This design comes from an exercise in tuning for small area, a short achievable clock period and few clock cycles per item on the open sky130 flow, not from production work. In this exercise RTL edits were held to simulation tests only and were not proved equivalent to the original. No activity file was given, so power comes from the tool's default toggle rates.

== job 2007 ==
==> flow/design.v <==
module oz_outer_fill (
    input  wire        clk,
    input  wire        rst,         
    input  wire        in_valid,
    output reg         in_ready,
    input  wire [7:0]  in_data,
    input  wire        in_erase,
    output reg         out_valid,
    output reg         out_fail,
    output wire [2:0]  out_cnt,
    output wire [23:0] out_pos,
    output wire [31:0] out_val
);
    function automatic [7:0] mul_a1(input [7:0] a);    
        mul_a1 = {a[6:0], 1'b0} ^ (a[7] ? 8'h1D : 8'h00);
    endfunction
    function automatic [7:0] gf_mul(input [7:0] a, input [7:0] b);
        reg [7:0] p;
        reg [7:0] x;
        integer   n;
        begin
            p = 8'h00;
            x = a;
            for (n = 0; n < 8; n = n + 1) begin
                p = p ^ (x & {8{b[n]}});
                x = mul_a1(x);
            end
            gf_mul = p;
        end
    endfunction
    function automatic [7:0] gf_sq(input [7:0] a);
        gf_sq = {a[6],
                 a[3] ^ a[5] ^ a[6],
                 a[5],
                 a[2] ^ a[4] ^ a[5] ^ a[7],
                 a[4] ^ a[6],
                 a[1] ^ a[4] ^ a[5] ^ a[6],
                 a[7],
                 a[0] ^ a[4] ^ a[6] ^ a[7]};
    endfunction
    function automatic [7:0] cm(input integer m, input [7:0] a);   
        case (m)
            0: cm = a;
            1: cm = mul_a1(a);
            2: cm = mul_a1(mul_a1(a));
            default: cm = mul_a1(mul_a1(mul_a1(a)));
        endcase
    endfunction
    function automatic [7:0] mul_am1(input [7:0] a);   
        mul_am1 = {1'b0, a[7:1]} ^ (a[0] ? 8'h8E : 8'h00);
    endfunction
    function automatic [7:0] rom_x(input [5:0] p);
        reg [7:0] h;
        begin
            case (p[5:2])
            4'd0: h = 8'ha1;
            4'd1: h = 8'hd2;
            4'd2: h = 8'ha0;
            4'd3: h = 8'h0a;
            4'd4: h = 8'h23;
            4'd5: h = 8'h77;
            4'd6: h = 8'h35;
            4'd7: h = 8'h9c;
            4'd8: h = 8'hc0;
            4'd9: h = 8'h0c;
            4'd10: h = 8'hc9;
            4'd11: h = 8'h5a;
            4'd12: h = 8'h26;
            4'd13: h = 8'he8;
            4'd14: h = 8'h80;
            4'd15: h = 8'h08;
                default: h = 8'h00;
            endcase
            if (p[0]) h = mul_am1(h);
            if (p[1]) h = mul_am1(mul_am1(h));
            rom_x = h;
        end
    endfunction
    reg        fwd, back;     
    reg  [5:0] idx;           
    reg  [2:0] nerr;          
    reg  [7:0] b  [0:3];
    reg  [5:0] pos[0:3];
    reg  [7:0] t;             
    reg  [1:0] k;             
    reg  [1:0] i;             
    reg  [1:0] asel;          
    reg        prep, fin;     
    reg        chk;           
    assign out_cnt  = nerr;
    assign out_pos  = {pos[3], pos[2], pos[1], pos[0]};
    assign out_val  = {b[3], b[2], b[1], b[0]};
    wire       recv   = in_ready;
    wire       take   = in_valid && in_ready;
    wire [7:0] sym    = in_erase ? 8'h00 : in_data;
    wire       first  = (idx == 6'd0);
    wire       lastp  = (idx == 6'd63);
    wire [2:0] ncur   = first ? 3'd0 : nerr;
    wire       z0     = (ncur == 3'd0);
    wire       z1     = (ncur == 3'd1);
    wire       z45    = (ncur == 3'd4) || (ncur == 3'd5);
    wire       z5     = (ncur == 3'd5);
    wire [2:0] ninc   = z5 ? 3'd5 : ncur + 3'd1;
    wire [2:0] nnext  = in_erase ? ninc : ncur;
    wire       nosolve = in_erase ? z45 : (z0 || z5);    
    wire       f_is1  = in_erase ? z0 : z1;
    wire [1:0] fm1    = nerr[1:0] - 2'd1;       
    wire       jend   = (i == fm1);             
    wire       flast  = (i == k + 2'd1);        
    wire       klast  = (k == 2'd2) || (k == fm1);   
    wire [7:0] xr     = rom_x(recv ? idx : pos[asel]);
    wire [1:0] bs   = fwd ? i - 2'd1 : i;      
    wire [7:0] bop  = b[bs];
    wire [7:0] mb   = fwd ? bop : gf_sq(bop);
    wire [7:0] ma   = {t[7:1] & {7{~fin}}, t[0] | fin};
    wire [7:0] prod = gf_mul(ma, mb);
    wire [7:0] add = recv ? sym : prod;
    reg  [7:0] base [0:3];
    reg  [3:0] ben;
    integer    q;
    always @(*) begin
        for (q = 0; q < 4; q = q + 1) begin
            ben[q] = take || ((fwd || (back && !prep)) && i == q) ||
                     (back && fin && k == q);
            if (recv)
                base[q] = first ? 8'h00 : cm(q, b[q]);
            else if (fwd || k == q)
                base[q] = b[q];
            else
                base[q] = 8'h00;
        end
    end
    reg bad;
    always @(*) begin
        bad = 1'b0;
        for (q = 0; q < 4; q = q + 1)
            if (q >= nerr && b[q] != 8'h00) bad = 1'b1;
    end
    wire done_cw  = take && lastp;
    wire solve_cw = done_cw && !nosolve;
    wire back_end = back && ((chk && (bad || nerr == 3'd1)) ||
                             (fin && jend && k == 2'd0));
    wire recv_nx  = (recv && !solve_cw) || back_end;
    always @(posedge clk) begin
        if (rst) begin
            in_ready  <= 1'b1;
            fwd       <= 1'b0;
            back      <= 1'b0;
            idx       <= 6'd0;
            out_valid <= 1'b0;
        end else begin
            in_ready  <= recv_nx;
            out_valid <= (done_cw && !solve_cw) || back_end;
            if (take || back)
                idx <= (back && (fin || back_end)) ? 6'd0 : idx + 6'd1;
            if (solve_cw)
                fwd <= 1'b1;
            if (fwd && flast && klast) begin
                fwd  <= 1'b0;
                back <= 1'b1;
            end
            if (back_end)
                back <= 1'b0;
        end
    end
    always @(posedge clk) begin
        for (q = 0; q < 4; q = q + 1)
            if (ben[q]) b[q] <= base[q] ^ add;
        if (recv && z0)
            t <= xr;
        if (recv) begin
            k     <= 2'd0;
            i     <= 2'd3;
            fin   <= 1'b0;
            asel  <= f_is1 ? 2'd0 : 2'd1;
        end
        if (take) begin
            if (in_erase && !ncur[2])
                pos[ncur[1:0]] <= idx;
            nerr <= nnext;
            if (done_cw)
                out_fail <= in_erase || !z0;
        end
        if (fwd) begin
            i     <= i - 2'd1;
            if (flast) begin
                t <= xr;
                if (klast) begin
                    k     <= fm1 - 2'd1;
                    i     <= fm1;
                    asel  <= fm1 - 2'd1;
                    prep  <= 1'b1;
                    fin   <= 1'b0;
                    chk   <= 1'b1;
                end else begin
                    k     <= k + 2'd1;
                    i     <= 2'd3;
                    asel  <= ((k + 2'd1 == fm1) || (k == 2'd1)) ? fm1 : k + 2'd2;
                end
            end
        end
        if (back) begin
            prep <= 1'b0;
            fin  <= (idx[2:0] == 3'd7);
            chk  <= 1'b0;
            if (prep) begin
                t    <= t ^ xr;
                asel <= jend ? k : i + 2'd1;
            end
            if (fin) begin
                t    <= xr;
                prep <= 1'b1;
                if (jend) begin
                    k    <= k - 2'd1;
                    i    <= k;
                    asel <= k - 2'd1;
                end else begin
                    i    <= i + 2'd1;
                    asel <= k;
                end
            end
            if (back_end)
                out_fail <= chk && bad;
        end
    end
endmodule
Settings: LEC_CHECK=0, CAP_MARGIN=20, CORE_MARGIN=2, CORE_UTILIZATION=40, GPL_TIMING_DRIVEN=0, SLEW_MARGIN=20; clock period 15.0 ns.
standard.sh (not shown) runs the stock make flow with config.mk's settings and CLKGATE_MAP_FILE= SYNTH_SCRIPT=/design/flow/synth_recipe.tcl, a recipe that flattens the netlist after the stock synthesis.
==> flow/flow/run.sh <==
#!/bin/bash
# The standard layout (standard.sh: ORFS synthesis with synth_recipe.tcl, then floorplan,
# place, cts, route and finish) with three changes, none to the design's registers or to its
# constraints:
#  - ABC maps the logic with an area-oriented script (flow/abc_area.script) in place of ORFS's
#    delay-oriented abc_speed.script; ORFS's scripts are otherwise used unchanged, from a copy
#    whose abc_speed.script is replaced;
#  - every port still gets its buffer, but a buf_1 cell instead of the default delay-buffer
#    cell (the resizer may still upsize it);
#  - the resizer's setup repair aims for more slack than the 15 ns clock needs.
# Each make target's full output goes to its own log_<target>.log here; ORFS also keeps each
# tool's log under orfs/logs.
set -euo pipefail
here=$(pwd)
rm -rf "$here/orfs_scripts"
cp -r "$FLOW_HOME/scripts" "$here/orfs_scripts"
cp "$here/flow/abc_area.script" "$here/orfs_scripts/abc_speed.script"
export SCRIPTS_DIR="$here/orfs_scripts"
export BUFFER_PORTS_ARGS="-buffer_cell sky130_fd_sc_hd__buf_1"
export SETUP_SLACK_MARGIN=10.9
for target in synth floorplan place cts route finish; do
  bash standard.sh "$target" > "log_${target}.log" 2>&1
done
==> flow/flow/abc_area.script <==
strash
&get -n
&fraig -x
&put
scorr
dc2
strash
&get -n
&dch -f
&nf -R 1000
&put
strash
&get -n
&dch -f
&nf -R 1000
&put
Testbench counts of job 2007, summed over its fixed seeds: cycles 185,935, items 2,400.
The inputs of job 6638 differ from those of job 2007 as listed below.
diff --git a/flow/design.v b/flow/design.v
--- a/flow/design.v
+++ b/flow/design.v
@@ -109,10 +109,9 @@
     wire       flast  = (i == k + 2'd1);        
     wire       klast  = (k == 2'd2) || (k == fm1);   
+    wire [1:0] jn     = jend ? k : i + 2'd1;       
+    wire [1:0] kn     = jend ? k - 2'd1 : k;
     wire [7:0] xr     = rom_x(recv ? idx : pos[asel]);
     wire [1:0] bs   = fwd ? i - 2'd1 : i;      
-    wire [7:0] bop  = b[bs];
-    wire [7:0] mb   = fwd ? bop : gf_sq(bop);
-    wire [7:0] ma   = {t[7:1] & {7{~fin}}, t[0] | fin};
-    wire [7:0] prod = gf_mul(ma, mb);
+    wire [7:0] prod = gf_mul(t, b[bs]);
     wire [7:0] add = recv ? sym : prod;
     reg  [7:0] base [0:3];
@@ -201,22 +200,17 @@
         end
         if (back) begin
-            prep <= 1'b0;
-            fin  <= (idx[2:0] == 3'd7);
+            prep <= fin;
+            fin  <= (idx[2:0] == 3'd6);
             chk  <= 1'b0;
             if (prep) begin
-                t    <= t ^ xr;
-                asel <= jend ? k : i + 2'd1;
-            end
+                t    <= gf_sq(t ^ xr);   
+                asel <= jn;
+            end else
+                t    <= gf_sq(t);
             if (fin) begin
-                t    <= xr;
-                prep <= 1'b1;
-                if (jend) begin
-                    k    <= k - 2'd1;
-                    i    <= k;
-                    asel <= k - 2'd1;
-                end else begin
-                    i    <= i + 2'd1;
-                    asel <= k;
-                end
+                t    <= xr;              
+                asel <= kn;
+                i    <= jn;
+                k    <= kn;
             end
             if (back_end)
Findings:
- On number of flip-flops and latches, job 6638 tracks job 2007 almost exactly.
- Job 2007 → job 6638: non-clock buffer share of cell area comparable; via count shrank by 136; final period utilization comparable; buffers inserted during post-CTS setup optimization moved up.
- Clock power ends up higher on job 6638.
- Sequential area share after synthesis is lower on job 6638
Testbench counts of job 6638, summed over its fixed seeds: cycles 183,209, items 2,400.

[re-timing with driven ports]
No port has a modelled driver above. Below, the same layouts with a new extraction and two added sets of constraints. Step 1: set_driving_cell puts a clkbuf_16 on clk and a buf_2 on each other input, an assumption about the parent block. Step 2 times the ports against the registers' clock, not the clock port: input delays grow and output delays shrink by t, the midpoint of the rising clock arrivals with the driver on. Slacks: no drivers / after step 1 / after step 2; pairs: no drivers / after step 1.
run | t, ns | setup slack, ns | worst data-port slew with drivers (ns)
job 2007 | 0.389 | 10.942 / 10.901 / 10.586 | 0.04
job 6638 | 0.389 | 10.947 / 10.907 / 10.606 | 0.03
After both steps setup and hold are still met in every run listed. The setup slack of job 2007, which loses most, moves by -0.041 ns with the drivers and by -0.356 ns with both steps.
